What follows belongs to an exercise in optimizing a design on an open flow for small area, a short achievable clock period and few clock cycles per item; a production flow would make more cautious choices. Where RTL was checked, it was by simulation tests only, not by an equivalence proof against the original.

==> module cz_xstep, before the edit <==
module cz_xstep (
    input  [30:0] d,
    input         ident,
    input         zero,        
    output [11:0] idx,
    output [23:0] op_a,
    output [7:0]  k
);
    wire [7:0]  e8 = d[30:23];
    wire [23:0] m  = {|e8, d[22:0]};
    reg [4:0] lz;
    integer n;
    always @* begin
        lz = 5'd0;
        for (n = 0; n < 24; n = n + 1)
            if (m[n]) lz = 5'd23 - n[4:0];
    end
    wire [23:0] mn = m << lz;
    wire [7:0]  eb = (e8 == 8'd0) ? 8'd1 : e8;
    wire [35:0] p;
    cz_rca #(.N(36)) u_p (.a({mn, 12'd0}), .b(~{12'd0, mn}), .ci(1'b1), .s(p), .co());
    wire        h    = p[35];
    wire [23:0] xraw = h ? p[35:12] : p[34:11];
    wire        rb   = h ? p[11] : p[10];
    wire        st   = h ? (|p[10:0]) : (|p[9:0]);
    wire        up   = rb & (st | xraw[0]);
    wire [24:0] xs;
    cz_rca #(.N(24)) u_xs (.a(xraw), .b(24'd0), .ci(up), .s(xs[23:0]), .co(xs[24]));
    wire        cy   = xs[24];
    wire [23:0] xm   = cy ? 24'h800000 : xs[23:0];
    wire [8:0]  gp;
    cz_rca #(.N(9)) u_gp (.a({1'b0, eb}), .b({7'd0, h & cy, h ^ cy}), .ci(1'b0), .s(gp), .co());
    wire [9:0]  g;
    cz_rca #(.N(10)) u_g (.a({1'b0, gp}), .b(~{5'd0, lz}), .ci(1'b1), .s(g), .co());
    wire [9:0]  shw;                         
    cz_rca #(.N(10)) u_sh (.a(g), .b(~10'd116), .ci(1'b1), .s(shw), .co());
    wire        xge1 = !shw[9];
    wire [3:0]  sh   = xge1 ? shw[3:0] : 4'd0;
    wire [34:0] xf   = {11'd0, xm} << sh;
    wire [7:0]  kt;                          
    cz_rca #(.N(8)) u_kt (.a(8'd116), .b(~g[7:0]), .ci(1'b1), .s(kt), .co());
    assign idx  = xge1 ? xf[34:23] : 12'd0;
    assign op_a = zero ? 24'd0 : ident ? m : (xge1 ? {1'b0, xf[22:0]} : xm);
    assign k    = ident ? {1'b0, ~eb[6:0]} : (xge1 ? 8'd0 : kt);
endmodule
==> module cz_ostep, before the edit <==
module cz_ostep (
    input  [44:0] q,
    input  [7:0]  ue,
    input         tiny,
    input  [3:0]  wc,      
    input  [4:0]  tau5,    
    output [31:0] yf,
    output [15:0] code
);
    reg [5:0] lzc;
    integer n;
    always @* begin
        lzc = 6'd45;
        for (n = 0; n < 45; n = n + 1)
            if (q[n]) lzc = 6'd44 - n[5:0];
    end
    wire [7:0]  el;                        
    wire        le;                        
    cz_rca #(.N(8)) u_el (.a(ue), .b(~{2'b00, lzc}), .ci(1'b1), .s(el), .co(le));
    wire [5:0]  sh  = le ? lzc : ue[5:0];
    wire [44:0] z   = q << sh;
    wire [7:0]  ex  = z[44] ? (el + 8'd1) : 8'd0;
    assign yf = {1'b0, ex, z[43:21]};
    wire [43:0] yq = q[44:1];
    wire [4:0]  w  = {wc[3], !wc[3], wc[2:0]};    
    wire [59:0] ys = {8'd0, yq, 8'd0} << wc;
    wire [59:0] am;
    cz_rca #(.N(60)) u_am (.a(ys), .b(~{16'd0, yq}), .ci(1'b1), .s(am), .co());
    wire [36:0] ap = am[59:23];            
    wire [21:0] s1;
    cz_rca #(.N(21)) u_s1 (.a(ap[36:16]), .b({5'd0, ap[15:0]}), .ci(1'b0), .s(s1[20:0]), .co(s1[21]));
    wire        c2;
    wire [15:0] s2_unused;
    cz_rca #(.N(16)) u_s2 (.a(s1[15:0]), .b({10'd0, s1[21:16]}), .ci(1'b1), .s(s2_unused), .co(c2));
    wire [6:0]  t3s;
    wire        t3c;
    cz_rca #(.N(6)) u_t3 (.a(s1[21:16]), .b({1'b0, tau5}), .ci(c2), .s(t3s[5:0]), .co(t3c));
    wire [20:0] t3 = {14'd0, t3c, t3s[5:0]};
    wire [20:0] sm;
    wire        smc;
    cz_rca #(.N(21)) u_sm (.a(ap[36:16]), .b(t3), .ci(1'b0), .s(sm), .co(smc));
    wire [16:0] craw = {smc, sm[20:5]};
    wire [16:0] top  = ~({17{1'b1}} << w);
    wire        ovf  = |(craw & ~top);
    assign code = tiny ? 16'd0 : (ovf ? top[15:0] : craw[15:0]);
endmodule
==> flow/config.mk <==
export PLATFORM = sky130hd
export DESIGN_NAME = cz_quant
export DESIGN_NICKNAME = cz_quant
export VERILOG_FILES = /design/flow/design.v
export SDC_FILE = /design/flow/constraint.sdc
export NUM_CORES = 4
export LEC_CHECK = 0
export ABC_AREA = 1
export CAP_MARGIN = 20
export CORE_MARGIN = 2
export CORE_UTILIZATION = 60
export SLEW_MARGIN = 20
==> flow/constraint.sdc <==
create_clock -name core_clock -period 140.0 [get_ports {clk}]
set_input_delay 28.0000 -clock core_clock [delete_from_list [all_inputs] [get_ports {clk}]]
set_output_delay 28.0000 -clock core_clock [all_outputs]
set_load 0.01 [all_outputs]
standard.sh (not shown) runs the stock make flow with config.mk's settings and CLKGATE_MAP_FILE= SYNTH_SCRIPT=/design/flow/synth_recipe.tcl, a recipe that flattens the netlist after the stock synthesis.
==> flow/flow/run.sh <==
#!/bin/bash
# The standard layout (standard.sh), with one change: ABC maps the
# synthesised logic with area-oriented mapping (map -a, flow/abc_area.script)
# instead of ORFS's default abc_area.script. Registers, their names and cell
# types are the standard synthesis's, since ABC sees only combinational logic.
set -euo pipefail
rm -rf scripts_area
cp -r "$FLOW_HOME/scripts" scripts_area
cp flow/abc_area.script scripts_area/abc_area.script
bash standard.sh finish SCRIPTS_DIR="$PWD/scripts_area" > layout.log 2>&1
==> flow/flow/abc_area.script <==
strash
dch
map -a
topo
stime -c
buffer -c
upsize -c
dnsize -c
Testbench counts at the start, summed over its fixed seeds: cycles 16,040, items 16,000.
Then changed:
--- a/flow/design.v
+++ b/flow/design.v
@@ -631,12 +631,14 @@
     wire [9:0]  shw;                         
     cz_rca #(.N(10)) u_sh (.a(g), .b(~10'd116), .ci(1'b1), .s(shw), .co());
     wire        xge1 = !shw[9];
-    wire [3:0]  sh   = xge1 ? shw[3:0] : 4'd0;
-    wire [34:0] xf   = {11'd0, xm} << sh;
+    wire        xg   = xge1 && !ident;
+    wire [23:0] xsrc = zero ? 24'd0 : ident ? m : xm;
+    wire [3:0]  sh   = xg ? shw[3:0] : 4'd0;
+    wire [34:0] xf   = {11'd0, xsrc} << sh;
     wire [7:0]  kt;                          
     cz_rca #(.N(8)) u_kt (.a(8'd116), .b(~g[7:0]), .ci(1'b1), .s(kt), .co());
-    assign idx  = xge1 ? xf[34:23] : 12'd0;
-    assign op_a = zero ? 24'd0 : ident ? m : (xge1 ? {1'b0, xf[22:0]} : xm);
+    assign idx  = xg ? xf[34:23] : 12'd0;
+    assign op_a = {xf[23] && !xg, xf[22:0]};
     assign k    = ident ? {1'b0, ~eb[6:0]} : (xge1 ? 8'd0 : kt);
 endmodule
 module cz_mstep (
@@ -724,7 +726,6 @@
     wire [7:0]  ex  = z[44] ? (el + 8'd1) : 8'd0;
     assign yf = {1'b0, ex, z[43:21]};
     wire [43:0] yq = q[44:1];
-    wire [4:0]  w  = {wc[3], !wc[3], wc[2:0]};    
     wire [59:0] ys = {8'd0, yq, 8'd0} << wc;
     wire [59:0] am;
     cz_rca #(.N(60)) u_am (.a(ys), .b(~{16'd0, yq}), .ci(1'b1), .s(am), .co());
@@ -739,12 +740,8 @@
     cz_rca #(.N(6)) u_t3 (.a(s1[21:16]), .b({1'b0, tau5}), .ci(c2), .s(t3s[5:0]), .co(t3c));
     wire [20:0] t3 = {14'd0, t3c, t3s[5:0]};
     wire [20:0] sm;
-    wire        smc;
-    cz_rca #(.N(21)) u_sm (.a(ap[36:16]), .b(t3), .ci(1'b0), .s(sm), .co(smc));
-    wire [16:0] craw = {smc, sm[20:5]};
-    wire [16:0] top  = ~({17{1'b1}} << w);
-    wire        ovf  = |(craw & ~top);
-    assign code = tiny ? 16'd0 : (ovf ? top[15:0] : craw[15:0]);
+    cz_rca #(.N(21)) u_sm (.a(ap[36:16]), .b(t3), .ci(1'b0), .s(sm), .co());
+    assign code = tiny ? 16'd0 : sm[20:5];
 endmodule
 module cz_quant (
     input             clk,
The changed run ran to the end with no violations.
Global-route usage shrinks by 0.97 points.
Design area shrinks by 0.44%.
Cell count shrinks by about 1.2%.
Clock skew shrinks by 0.018 ns.
Clock-buffer cell count grows by 3.
Sequential share of layout area barely changes.
Synthesized cell count shrinks by about 1.3%.
Setup slack got worse by 0.087 ns.
Synthesized area shrinks by about 0.75%.
Wire length shrinks by 3.4%.
Only the layout flow was run in the second run of this note; the RTL was not checked for function there.

## afterwards: timing with drivers on the ports
The results above use ideal ports. As a check the final layouts listed here were re-extracted and re-timed, cells and wires unchanged. Step 1 (the two cells are an assumption about what drives the block):
set clk [get_ports {clk}]
set_driving_cell -lib_cell sky130_fd_sc_hd__clkbuf_16 $clk
set_driving_cell -lib_cell sky130_fd_sc_hd__buf_2 [delete_from_list [all_inputs] $clk]
Step 2 times the ports against the registers' clock, not the clock port: input delays grow and output delays shrink by t, the midpoint of the rising clock arrivals with the driver on. a / b / c = no drivers / after step 1 / after step 2; a / b = the first two.
run	shift t [ns]	slack for setup (ns)	worst setup path at the end	latest minus earliest clock arrival (ns)	cell pins on the clock port's net
the first run	0.638	110.468 / 110.398 / 110.560	input to register	0.060 / 0.060	1
the second run	0.645	110.381 / 110.314 / 110.407	input to register	0.043 / 0.043	1
After both steps every run listed still meets setup and hold.
